Background: an optimization exercise with open tools, aiming at small area, a short achievable clock period and few clock cycles per item. Do not read the settings as production practice.
Only simulation tests tie the RTL to the original design; equivalence was not proved.

==> trial 53: inputs <==
==> flow/design.v <==
module sha256_engine (
    input  wire         clk,
    input  wire         rst,
    input  wire         in_valid,
    output wire         in_ready,
    input  wire         in_first,
    input  wire [511:0] in_block,
    output reg          out_valid,
    output wire [255:0] out_digest
);
    localparam [31:0] IV0 = 32'h6a09e667, IV1 = 32'hbb67ae85,
                      IV2 = 32'h3c6ef372, IV3 = 32'ha54ff53a,
                      IV4 = 32'h510e527f, IV5 = 32'h9b05688c,
                      IV6 = 32'h1f83d9ab, IV7 = 32'h5be0cd19;
    reg         busy;        
    reg         pend;        
    reg         nf;          
    reg         cur_first;   
    reg  [5:0]  t;           
    reg         is62, is63;
    reg  [31:0] r [1:16];    
    reg  [31:0] a, b, c, d, e, f, g, h;
    reg  [31:0] hr [0:7];    
    reg  [31:0] pa, pe;      
    reg  [31:0] kw;          
    assign in_ready   = is62;
    assign out_digest = {hr[3], hr[2], hr[1], hr[0], hr[7], hr[6], hr[5], hr[4]};
    function [31:0] rotr;
        input [31:0] x;
        input integer n;
        rotr = (x >> n) | (x << (32 - n));
    endfunction
    function [31:0] ksadd;
        input [31:0] x, y;
        reg [31:0] gg, pp, g2, p2;
        integer l, j;
        begin
            gg = x & y;
            pp = x ^ y;
            for (l = 1; l < 32; l = l * 2) begin
                g2 = gg; p2 = pp;
                for (j = l; j < 32; j = j + 1) begin
                    g2[j] = gg[j] | (pp[j] & gg[j-l]);
                    p2[j] = pp[j] & pp[j-l];
                end
                gg = g2; pp = p2;
            end
            ksadd = (x ^ y) ^ {gg[30:0], 1'b0};
        end
    endfunction
    function [31:0] bkadd;
        input [31:0] x, y;
        reg [31:0] gg, pp;
        integer l, j;
        begin
            gg = x & y;
            pp = x ^ y;
            for (l = 1; l < 32; l = l * 2)
                for (j = 2*l - 1; j < 32; j = j + 2*l) begin
                    gg[j] = gg[j] | (pp[j] & gg[j-l]);
                    pp[j] = pp[j] & pp[j-l];
                end
            for (l = 8; l >= 1; l = l / 2)
                for (j = 3*l - 1; j < 32; j = j + 2*l) begin
                    gg[j] = gg[j] | (pp[j] & gg[j-l]);
                    pp[j] = pp[j] & pp[j-l];
                end
            bkadd = (x ^ y) ^ {gg[30:0], 1'b0};
        end
    endfunction
    wire [5:0] tk = t + 6'd2;
    reg [31:0] k_n;
    always @(*) begin
        case (tk)
            6'd0:  k_n = 32'h428a2f98; 6'd1:  k_n = 32'h71374491;
            6'd2:  k_n = 32'hb5c0fbcf; 6'd3:  k_n = 32'he9b5dba5;
            6'd4:  k_n = 32'h3956c25b; 6'd5:  k_n = 32'h59f111f1;
            6'd6:  k_n = 32'h923f82a4; 6'd7:  k_n = 32'hab1c5ed5;
            6'd8:  k_n = 32'hd807aa98; 6'd9:  k_n = 32'h12835b01;
            6'd10: k_n = 32'h243185be; 6'd11: k_n = 32'h550c7dc3;
            6'd12: k_n = 32'h72be5d74; 6'd13: k_n = 32'h80deb1fe;
            6'd14: k_n = 32'h9bdc06a7; 6'd15: k_n = 32'hc19bf174;
            6'd16: k_n = 32'he49b69c1; 6'd17: k_n = 32'hefbe4786;
            6'd18: k_n = 32'h0fc19dc6; 6'd19: k_n = 32'h240ca1cc;
            6'd20: k_n = 32'h2de92c6f; 6'd21: k_n = 32'h4a7484aa;
            6'd22: k_n = 32'h5cb0a9dc; 6'd23: k_n = 32'h76f988da;
            6'd24: k_n = 32'h983e5152; 6'd25: k_n = 32'ha831c66d;
            6'd26: k_n = 32'hb00327c8; 6'd27: k_n = 32'hbf597fc7;
            6'd28: k_n = 32'hc6e00bf3; 6'd29: k_n = 32'hd5a79147;
            6'd30: k_n = 32'h06ca6351; 6'd31: k_n = 32'h14292967;
            6'd32: k_n = 32'h27b70a85; 6'd33: k_n = 32'h2e1b2138;
            6'd34: k_n = 32'h4d2c6dfc; 6'd35: k_n = 32'h53380d13;
            6'd36: k_n = 32'h650a7354; 6'd37: k_n = 32'h766a0abb;
            6'd38: k_n = 32'h81c2c92e; 6'd39: k_n = 32'h92722c85;
            6'd40: k_n = 32'ha2bfe8a1; 6'd41: k_n = 32'ha81a664b;
            6'd42: k_n = 32'hc24b8b70; 6'd43: k_n = 32'hc76c51a3;
            6'd44: k_n = 32'hd192e819; 6'd45: k_n = 32'hd6990624;
            6'd46: k_n = 32'hf40e3585; 6'd47: k_n = 32'h106aa070;
            6'd48: k_n = 32'h19a4c116; 6'd49: k_n = 32'h1e376c08;
            6'd50: k_n = 32'h2748774c; 6'd51: k_n = 32'h34b0bcb5;
            6'd52: k_n = 32'h391c0cb3; 6'd53: k_n = 32'h4ed8aa4a;
            6'd54: k_n = 32'h5b9cca4f; 6'd55: k_n = 32'h682e6ff3;
            6'd56: k_n = 32'h748f82ee; 6'd57: k_n = 32'h78a5636f;
            6'd58: k_n = 32'h84c87814; 6'd59: k_n = 32'h8cc70208;
            6'd60: k_n = 32'h90befffa; 6'd61: k_n = 32'ha4506ceb;
            6'd62: k_n = 32'hbef9a3f7; default: k_n = 32'hc67178f2;
        endcase
    end
    wire [31:0] s0_w  = rotr(r[2], 7) ^ rotr(r[2], 18) ^ (r[2] >> 3);
    wire [31:0] s1_w  = rotr(r[15], 17) ^ rotr(r[15], 19) ^ (r[15] >> 10);
    wire [31:0] w1_s  = r[1] ^ s0_w ^ r[10];
    wire [31:0] w1_c  = ((r[1] & s0_w) | (r[1] & r[10]) | (s0_w & r[10])) << 1;
    wire [31:0] w2_s  = w1_s ^ w1_c ^ s1_w;
    wire [31:0] w2_c  = ((w1_s & w1_c) | (w1_s & s1_w) | (w1_c & s1_w)) << 1;
    wire [31:0] w_new = bkadd(w2_s, w2_c);
    reg  [31:0] iv_a, iv_e;
    always @(*) begin
        case (t[1:0])
            2'd1:    begin iv_a = IV3; iv_e = IV7; end
            2'd2:    begin iv_a = IV2; iv_e = IV6; end
            default: begin iv_a = IV1; iv_e = IV5; end
        endcase
    end
    wire        use_iv = cur_first & busy;
    wire [31:0] sum_a = bkadd(use_iv ? iv_a : hr[3], busy ? a : 32'd0);
    wire [31:0] sum_e = bkadd(use_iv ? iv_e : hr[7], busy ? e : 32'd0);
    wire [31:0] bs1 = rotr(e, 6) ^ rotr(e, 11) ^ rotr(e, 25);
    wire [31:0] ch  = (e & f) ^ (~e & g);
    wire [31:0] bs0 = rotr(a, 2) ^ rotr(a, 13) ^ rotr(a, 22);
    wire [31:0] maj = (a & b) | (a & c) | (b & c);
    wire [31:0] s1 = pa ^ ch ^ maj;
    wire [31:0] c1 = ((pa & ch) | (pa & maj) | (ch & maj)) << 1;
    wire [31:0] s2 = bs0 ^ bs1 ^ s1;
    wire [31:0] c2 = ((bs0 & bs1) | (bs0 & s1) | (bs1 & s1)) << 1;
    wire [31:0] s3 = c1 ^ s2 ^ c2;
    wire [31:0] c3 = ((c1 & s2) | (c1 & c2) | (s2 & c2)) << 1;
    wire [31:0] a_new = ksadd(s3, c3);
    wire [31:0] s4 = pe ^ ch ^ bs1;
    wire [31:0] c4 = ((pe & ch) | (pe & bs1) | (ch & bs1)) << 1;
    wire [31:0] e_new = ksadd(s4, c4);
    wire        ld   = is63 & (nf | ~busy);
    wire [31:0] a_n  = ld ? (nf ? IV0 : hr[4]) : a_new;
    wire [31:0] e_n  = ld ? (nf ? IV4 : hr[0]) : e_new;
    wire [31:0] b_n  = is63 ? (nf ? IV1 : sum_a) : a;
    wire [31:0] c_n  = is63 ? (nf ? IV2 : hr[2]) : b;
    wire [31:0] d_n  = is63 ? (nf ? IV3 : hr[1]) : c;
    wire [31:0] f_n  = is63 ? (nf ? IV5 : sum_e) : e;
    wire [31:0] g_n  = is63 ? (nf ? IV6 : hr[6]) : f;
    wire [31:0] h_n  = is63 ? (nf ? IV7 : hr[5]) : g;
    wire [31:0] xa    = is62 ? (cur_first ? IV0 : hr[5]) : 32'd0;
    wire [31:0] xe    = is62 ? (cur_first ? IV4 : hr[1]) : 32'd0;
    wire [31:0] qa_s  = h_n ^ kw ^ xa;
    wire [31:0] qa_c  = ((h_n & kw) | (h_n & xa) | (kw & xa)) << 1;
    wire [31:0] qe_s  = h_n ^ kw ^ d_n;
    wire [31:0] qe_c  = ((h_n & kw) | (h_n & d_n) | (kw & d_n)) << 1;
    wire [31:0] qf_s  = qe_s ^ qe_c ^ xe;
    wire [31:0] qf_c  = ((qe_s & qe_c) | (qe_s & xe) | (qe_c & xe)) << 1;
    wire [31:0] pa_n  = ksadd(qa_s, qa_c);
    wire [31:0] pe_n  = ksadd(qf_s, qf_c);
    wire wr_sum = busy & (t[5:2] == 4'hf) & (t[1:0] != 2'd0);   
    wire wr_ae  = busy & is63;
    wire [31:0] r1_n = in_ready ? in_block[511:480] : r[2];
    wire [31:0] kw_n = ksadd(k_n, r1_n);
    integer i;
    always @(posedge clk) begin
        if (rst) begin
            busy      <= 1'b0;
            pend      <= 1'b0;
            out_valid <= 1'b0;
            t         <= 6'd61;
            is62      <= 1'b0;
            is63      <= 1'b0;
        end else begin
            out_valid <= busy & is63;
            is62      <= (t == 6'd61);
            is63      <= is62;
            t[2:0]    <= t[2:0] + 3'd1;
            if (busy | pend)
                t[5:3] <= t[5:3] + {2'b00, &t[2:0]};
            else
                t[5:3] <= 3'd7;
            if (is62) begin
                pend <= in_valid;
                nf   <= in_first;
            end
            if (is63) begin
                busy      <= pend;
                pend      <= 1'b0;
                cur_first <= nf;
            end
        end
        for (i = 1; i < 16; i = i + 1)
            r[i] <= in_ready ? in_block[511-32*(i-1) -: 32] : r[i+1];
        r[16] <= in_ready ? in_block[31:0] : w_new;
        kw   <= kw_n;
        pa   <= pa_n;
        pe   <= pe_n;
        a <= a_n; b <= b_n; c <= c_n; d <= d_n;
        e <= e_n; f <= f_n; g <= g_n; h <= h_n;
        hr[0] <= hr[1];
        hr[1] <= hr[2];
        hr[2] <= wr_sum ? sum_a : hr[3];
        hr[3] <= wr_ae ? a_new : hr[4];
        hr[4] <= hr[5];
        hr[5] <= hr[6];
        hr[6] <= wr_sum ? sum_e : hr[7];
        hr[7] <= wr_ae ? e_new : hr[0];
    end
endmodule
==> flow/flow/run.sh <==
#!/bin/bash
# Layout flow: the standard ORFS flow, with smaller port buffers and a
# tighter setup target for timing repair. Each make run logs to its own file.
set -euo pipefail
bash standard.sh synth > make_synth.log 2>&1
bash standard.sh \
    BUFFER_PORTS_ARGS="-buffer_cell sky130_fd_sc_hd__buf_1" \
    SETUP_SLACK_MARGIN=5 \
    finish > make_finish.log 2>&1
==> flow/standard.sh <==
#!/bin/bash
# synth_recipe.tcl (not shown) runs the flow's synth.tcl, then flattens the netlist and writes it again
# the make line also repeats each setting of config.mk as NAME=value (left out here)
make -C /OpenROAD-flow-scripts/flow DESIGN_CONFIG=/design/flow/config.mk WORK_HOME=/design/flow/orfs CLKGATE_MAP_FILE= SYNTH_SCRIPT=/design/flow/synth_recipe.tcl "${@:-finish}"
==> flow/config.mk <==
export PLATFORM = sky130hd
export DESIGN_NAME = sha256_engine
export DESIGN_NICKNAME = sha256_engine
export VERILOG_FILES = /design/flow/design.v
export SDC_FILE = /design/flow/constraint.sdc
export NUM_CORES = 4
export LEC_CHECK = 0
export CAP_MARGIN = 20
export CORE_MARGIN = 2
export CORE_UTILIZATION = 60
export CTS_CLUSTER_SIZE = 30
export SLEW_MARGIN = 20
==> flow/constraint.sdc <==
create_clock -name core_clock -period 10.0 [get_ports {clk}]
set_input_delay 2.0000 -clock core_clock [delete_from_list [all_inputs] [get_ports {clk}]]
set_output_delay 2.0000 -clock core_clock [all_outputs]
set_load 0.01 [all_outputs]
==> trial 3 (differences from trial 53) <==
--- a/flow/flow/run.sh
+++ b/flow/flow/run.sh
@@ -5,5 +5,5 @@
 bash standard.sh synth > make_synth.log 2>&1
 bash standard.sh \
     BUFFER_PORTS_ARGS="-buffer_cell sky130_fd_sc_hd__buf_1" \
-    SETUP_SLACK_MARGIN=5 \
+    SETUP_SLACK_MARGIN=6 \
     finish > make_finish.log 2>&1
==> build 45 (differences from trial 53) <==
--- a/flow/config.mk
+++ b/flow/config.mk
@@ -7,6 +7,7 @@
 export LEC_CHECK = 0
 export CAP_MARGIN = 20
 export CORE_MARGIN = 2
-export CORE_UTILIZATION = 60
-export CTS_CLUSTER_SIZE = 30
+export CORE_UTILIZATION = 65
+export CTS_BUF_LIST = sky130_fd_sc_hd__clkbuf_8
+export CTS_CLUSTER_SIZE = 40
 export SLEW_MARGIN = 20
==> run notes <==
- Build 45 finished with timing, DRC and antenna clean. Trial 53 produced a clean layout. Trial 3 reached the layout checks and failed them: capacitance limit, slew limit.
- In trial 3 the via count is larger than in trial 53, by about 8%.
- The lowest hold slack belongs to build 45, the highest to trial 3.
- Non-clock buffer count: trial 3 > trial 53 > build 45.
- Against build 45, the setup slack of trial 53 is higher by 0.074 ns.
- In synthesized cell count, trial 3 and trial 53 do not differ.
Testbench counts of trial 53, summed over its fixed seeds: cycles 50,384, blocks 787.
Testbench counts of trial 3, summed over its fixed seeds: cycles 50,384, blocks 787.
Testbench counts of build 45, summed over its fixed seeds: cycles 50,384, blocks 787.

## static timing again, ports no longer ideal
No port has a modelled driver above. Below, the same layouts with a new extraction and two added sets of constraints.
Step 1: set_driving_cell puts a clkbuf_16 on clk and a buf_2 on each other input, an assumption about the parent block.
Step 2 moves the port delays by t, midway between the first and last clock arrival at a register: inputs arrive t later, outputs are due t later. That takes back most of the time a late clock gives input paths.
a / b / c = ideal ports / drivers / drivers and shift; a / b = the first two.
| run | shift t [ns] | setup WS [ns] | worst setup path at the end | slew at the worst register clock pin (ns) |
|---|---|---|---|---|
| trial 53 | 0.791 | 5.023 / 5.023 / 4.934 | input to register | 0.07 / 0.07 |
| trial 3 | 0.820 | 4.565 / 4.565 / 4.565 | register to register | 0.08 / 0.08 |
| build 45 | 0.964 | 4.948 / 4.948 / 4.870 | input to register | 0.08 / 0.08 |
The setup slack of trial 53, which loses most, moves by 0.000 ns with the drivers and by -0.089 ns with both steps.
